Context: an optimization exercise on an open-source flow, tuned for small area and a short achievable clock period. The choices shown serve that exercise and are no tape-out recipe. Where RTL was checked, it was by simulation tests only, not by an equivalence proof against the original. Power figures rest on the tool's default switching activity, not on a simulated workload.

==> flow/design.v (excerpt) <==
module acc_convert (
    input             clk,
    input             rst,
    input             in_valid,
    input      [1:0]  op,
    input             sat,
    input      [5:0]  sh,
    input      [71:0] acc_in,
    input      [31:0] d_in,
    output reg        out_valid,
    output     [31:0] d_out,
    output     [71:0] acc_out,
    output            flag_v,
    output            flag_av
);
Size: about 2400 cells after synthesis, ~220 I/O pins, ~12000 um^2 of cells after synthesis.
export LEC_CHECK = 0
export ABC_AREA = 1
export CAP_MARGIN = 20
export CORE_MARGIN = 2
export CORE_UTILIZATION = 35
export SLEW_MARGIN = 20
create_clock -name core_clock -period 25.0 [get_ports {clk}]
standard.sh (not shown) runs the stock make flow with config.mk's settings and CLKGATE_MAP_FILE= SYNTH_SCRIPT=/design/flow/synth_recipe.tcl, a recipe that flattens the netlist after the stock synthesis.
==> flow/flow/run.sh <==
#!/bin/bash
# Standard synthesis, then:
#  1. the combinational logic of the standard netlist is mapped again by ABC
#     with an area-oriented script (flow/remap.abc); the flip-flops are kept
#     as they are, with their names and cell types;
#  2. the standard layout steps, with the port buffers a plain buffer cell
#     (flow/bufcell.txt) instead of the delay cell buffer_ports picks by
#     default, timing repair working to a setup slack margin
#     (flow/margin.txt), and max slew / capacitance repaired once more after
#     global route's timing repair (flow/grt_post.tcl).
# Each tool's full output goes to a log file in this folder.
set -euo pipefail
MARGIN=$(cat flow/margin.txt)
BUFCELL=$(cat flow/bufcell.txt)
HERE=$(pwd)

bash standard.sh synth > synth.log 2>&1

R=$HERE/orfs/results/$FLOW_PLATFORM/acc_convert/base
L=$HERE/orfs/logs/$FLOW_PLATFORM/acc_convert/base
LIB=$FLOW_HOME/platforms/$FLOW_PLATFORM/lib/sky130_fd_sc_hd__tt_025C_1v80.lib
DONT=$(grep -o -- "-dont_use [A-Za-z0-9_]*" $L/1_2_yosys.log | sort -u | tr '\n' ' ')
cp $R/1_2_yosys.v $R/1_2_yosys_standard.v
KEEP=""
for c in $(grep -o "sky130_fd_sc_hd__\(df\|dl\|sdf\|edf\)[a-z0-9_]*" $R/1_2_yosys_standard.v | sort -u); do
  KEEP="$KEEP
setattr -mod -set keep_hierarchy 1 $c"
done
cat > remap.ys <<EOT
read_liberty -ignore_miss_func $LIB
read_verilog $R/1_2_yosys_standard.v
hierarchy -top $FLOW_TOP
$KEEP
flatten
opt_clean
abc -script $HERE/flow/remap.abc -liberty $LIB $DONT -D 4000
opt_clean -purge
hilomap -singleton -hicell sky130_fd_sc_hd__conb_1 HI -locell sky130_fd_sc_hd__conb_1 LO
insbuf -buf sky130_fd_sc_hd__buf_4 A X
select $FLOW_TOP
tee -o $HERE/remap_stat.txt stat -liberty $LIB
write_verilog -noattr -nohex -nodec -selected $R/1_2_yosys.v
EOT
YOSYS=$(command -v yosys || echo $FLOW_HOME/../tools/install/yosys/bin/yosys)
$YOSYS -s remap.ys > remap.log 2>&1
rm -f $R/1_synth.odb $R/1_synth.sdc

bash standard.sh SETUP_SLACK_MARGIN=$MARGIN "BUFFER_PORTS_ARGS=-buffer_cell $BUFCELL" \
  POST_GLOBAL_ROUTE_TCL=$HERE/flow/grt_post.tcl finish > layout.log 2>&1
Other scripts of this flow, unchanged in this note and not shown: flow/flow/bufcell.txt, flow/flow/grt_post.tcl, flow/flow/margin.txt, flow/flow/remap.abc
Then changed:
--- a/flow/design.v
+++ b/flow/design.v
@@ -46,35 +46,20 @@
         for (g = 0; g < 4; g = g + 1) begin : l5
             assign v5[g] = v4[2*g+1] | v4[2*g];
             assign p5[5*g+4:5*g] = v4[2*g+1] ? {1'b1, p4[8*g+7:8*g+4]} : {1'b0, p4[8*g+3:8*g]};
         end
         for (g = 0; g < 2; g = g + 1) begin : l6
             assign v6[g] = v5[2*g+1] | v5[2*g];
             assign p6[6*g+5:6*g] = v5[2*g+1] ? {1'b1, p5[10*g+9:10*g+5]} : {1'b0, p5[10*g+4:10*g]};
         end
     endgenerate
     assign p = v6[1] ? {1'b1, p6[11:6]} : {1'b0, p6[5:0]};
-    wire [7:0] da = {1'b0, p};
-    wire [7:0] db = ~{2'b00, sh};
-    reg  [7:0] dg, dp;                             
-    always @* begin
-        dg = da & db;
-        dp = da ^ db;
-        dg[0] = dg[0] | dp[0];                     
-        for (l = 0; l < 3; l = l + 1)
-            for (i = 0; i < 8; i = i + 1)
-                if (((i >> l) & 1) == 1) begin
-                    dg[i] = dg[i] | (dp[i] & dg[((i >> l) << l) - 1]);
-                    dp[i] = dp[i] & dp[((i >> l) << l) - 1];
-                end
-    end
-    wire [7:0] D = (da ^ db) ^ {dg[6:0], 1'b1};
     wire [6:0]  amt = op[0] ? p : ({1'b0, sh} + 7'd22);
     wire [94:0] x0 = {acc_in, 23'd0};
     wire [95:0] x6 = amt[6] ? {{65{neg}}, x0[94:64]} : {neg, x0};
     wire [63:0] x5 = amt[5] ? x6[95:32] : x6[63:0];
     wire [47:0] x4 = amt[4] ? x5[63:16] : x5[47:0];
     wire [39:0] x3 = amt[3] ? x4[47:8]  : x4[39:0];
     wire [35:0] x2 = amt[2] ? x3[39:4]  : x3[35:0];
     wire [33:0] x1 = amt[1] ? x2[35:2]  : x2[33:0];
     wire [32:0] R  = amt[0] ? x1[33:1]  : x1[32:0];
     wire        st = (amt[6] & (|x0[63:0])) | (amt[5] & (|x6[31:0])) |
@@ -104,40 +89,42 @@
     wire [25:0] G     = ga ^ gc;
     wire [22:0] mx    = mant[22:0] ^ {23{mneg}};
     reg  [22:0] suf;                               
     always @* begin
         suf[22] = mx[22];
         for (i = 21; i >= 0; i = i - 1)
             suf[i] = suf[i+1] | mx[i];
     end
     wire [4:0]  r      = 5'd30 - S[4:0];
     wire        up_ovf = ($signed(S) >= 8'sd72) & suf[r];
-    reg [44:0] X;
+    reg [49:0] X;
     reg        is_d;
     always @(posedge clk) begin
         if (rst)
             out_valid <= 1'b0;
         else
             out_valid <= in_valid;
         is_d <= ~op[1];
         case (op)
-            2'd2:    X <= {11'd0, up_ovf, k, G};
-            2'd3:    X <= 45'd0;
-            default: X <= {sat, op[0], neg, D, st, R};
+            2'd2:    X <= {16'd0, up_ovf, k, G};
+            2'd3:    X <= 50'd0;
+            default: X <= {sat, op[0], neg, sh, p, st, R};
         endcase
     end
     wire [32:0] qR    = X[32:0];
     wire        qst   = X[33];
-    wire [7:0]  qD    = X[41:34];
-    wire        qneg  = X[42];
-    wire        qpk   = X[43];
-    wire        qsat  = X[44];
+    wire [6:0]  qp    = X[40:34];
+    wire [5:0]  qs    = X[46:41];
+    wire        qneg  = X[47];
+    wire        qpk   = X[48];
+    wire        qsat  = X[49];
+    wire [7:0]  qD    = {1'b0, qp} - {2'b00, qs};
     wire        rnd   = qR[0] & (~qneg | qst);
     wire [31:0] qW    = qR[32:1];
     reg  [31:0] wa;                                
     always @* begin
         wa = {qW[30:0], 1'b1};
         for (l = 0; l < 5; l = l + 1)
             for (i = 0; i < 32; i = i + 1)
                 if (((i >> l) & 1) == 1)
                     wa[i] = wa[i] & wa[((i >> l) << l) - 1];
     end
@@ -161,20 +148,19 @@
     wire        inc_e    = zc | (pk_up & ~e31);
     wire [23:0] pk_m     = zc    ? 24'hC00000 :
                            pk_up ? {2'b01, {22{e31}}} : rr[23:0];
     wire [5:0]  pk_e     = inc_e ? e1 : e0;
     wire [31:0] pk_d     = pk_zero ? 32'd0 :
                            pk_sat  ? (qneg ? 32'h1F800001 : 32'h1F7FFFFF) :
                                      {2'b00, pk_e, pk_m};
     wire        pk_v     = pk_sat | (pk_up & e31);
     assign d_out   = ~is_d ? 32'd0 : qpk ? pk_d : mva_d;
     assign flag_v  = is_d & (qpk ? pk_v : mva_v);
-    wire [25:0]  qG  = X[25:0];
+    wire [25:0]  qG  = X[25:0] & {26{~is_d}};
     wire [6:0]   qk  = X[32:26];
-    wire         qav = X[33];
+    wire         qav = X[33] & ~is_d;
     wire         qn  = qG[25];
     wire [127:0] P   = {{102{qn}}, qG} << qk;
     wire [71:0]  up_r = P[96:25];
-    assign flag_av = ~is_d & qav;
-    assign acc_out = is_d ? 72'd0 :
-                     qav ? {qn, {71{~qn}}} : up_r;
+    assign flag_av = qav;
+    assign acc_out = qav ? {qn, {71{~qn}}} : up_r;
 endmodule
After rerunning: The changed run went through all stages and came out clean. Worst setup slack gets better by 0.017 ns. Global-route usage drops by 1.0 points. First-iteration DRC count climbs by roughly a tenth. Critical path depth drops by 1. Design area climbs by a few percent. Wire length drops by a few percent. Total power climbs slightly. Worst hold slack gets worse by 0.014 ns. Combinational power barely changes. Clock-buffer cell count drops by 1. Die area barely changes. Synthesized area stays flat. Clock power drops by a little under a tenth.
Only the layout flow was run in the first run of this note; the RTL was not checked for function there.

==> re-timing with driven ports <==
The results above use ideal ports. As a check the final layouts listed here were re-extracted and re-timed, cells and wires unchanged. Step 1 sets driving cells, clkbuf_16 on the clock port and buf_2 on the other inputs (assumed; they add their load-dependent delay and slew). Step 2 times the ports against the registers' clock, not the clock port: input delays grow and output delays shrink by t, the midpoint of the rising clock arrivals with the driver on. Three values: ideal ports, drivers, drivers and shift; two values: the first two.
run	t (ns)	setup WS [ns]	hold slack, ns	worst register clock-pin slew, ns	pins driven straight from the clock port
the first run	0.312	16.004 / 15.967 / 15.655	4.857 / 4.850 / 5.162	0.06 / 0.06	1
the second run	0.332	16.021 / 16.002 / 15.670	4.843 / 4.834 / 5.166	0.08 / 0.08	1
After both steps every run listed still meets setup and hold. The setup slack of the second run, which loses most, moves by -0.019 ns with the drivers and by -0.351 ns with both steps.
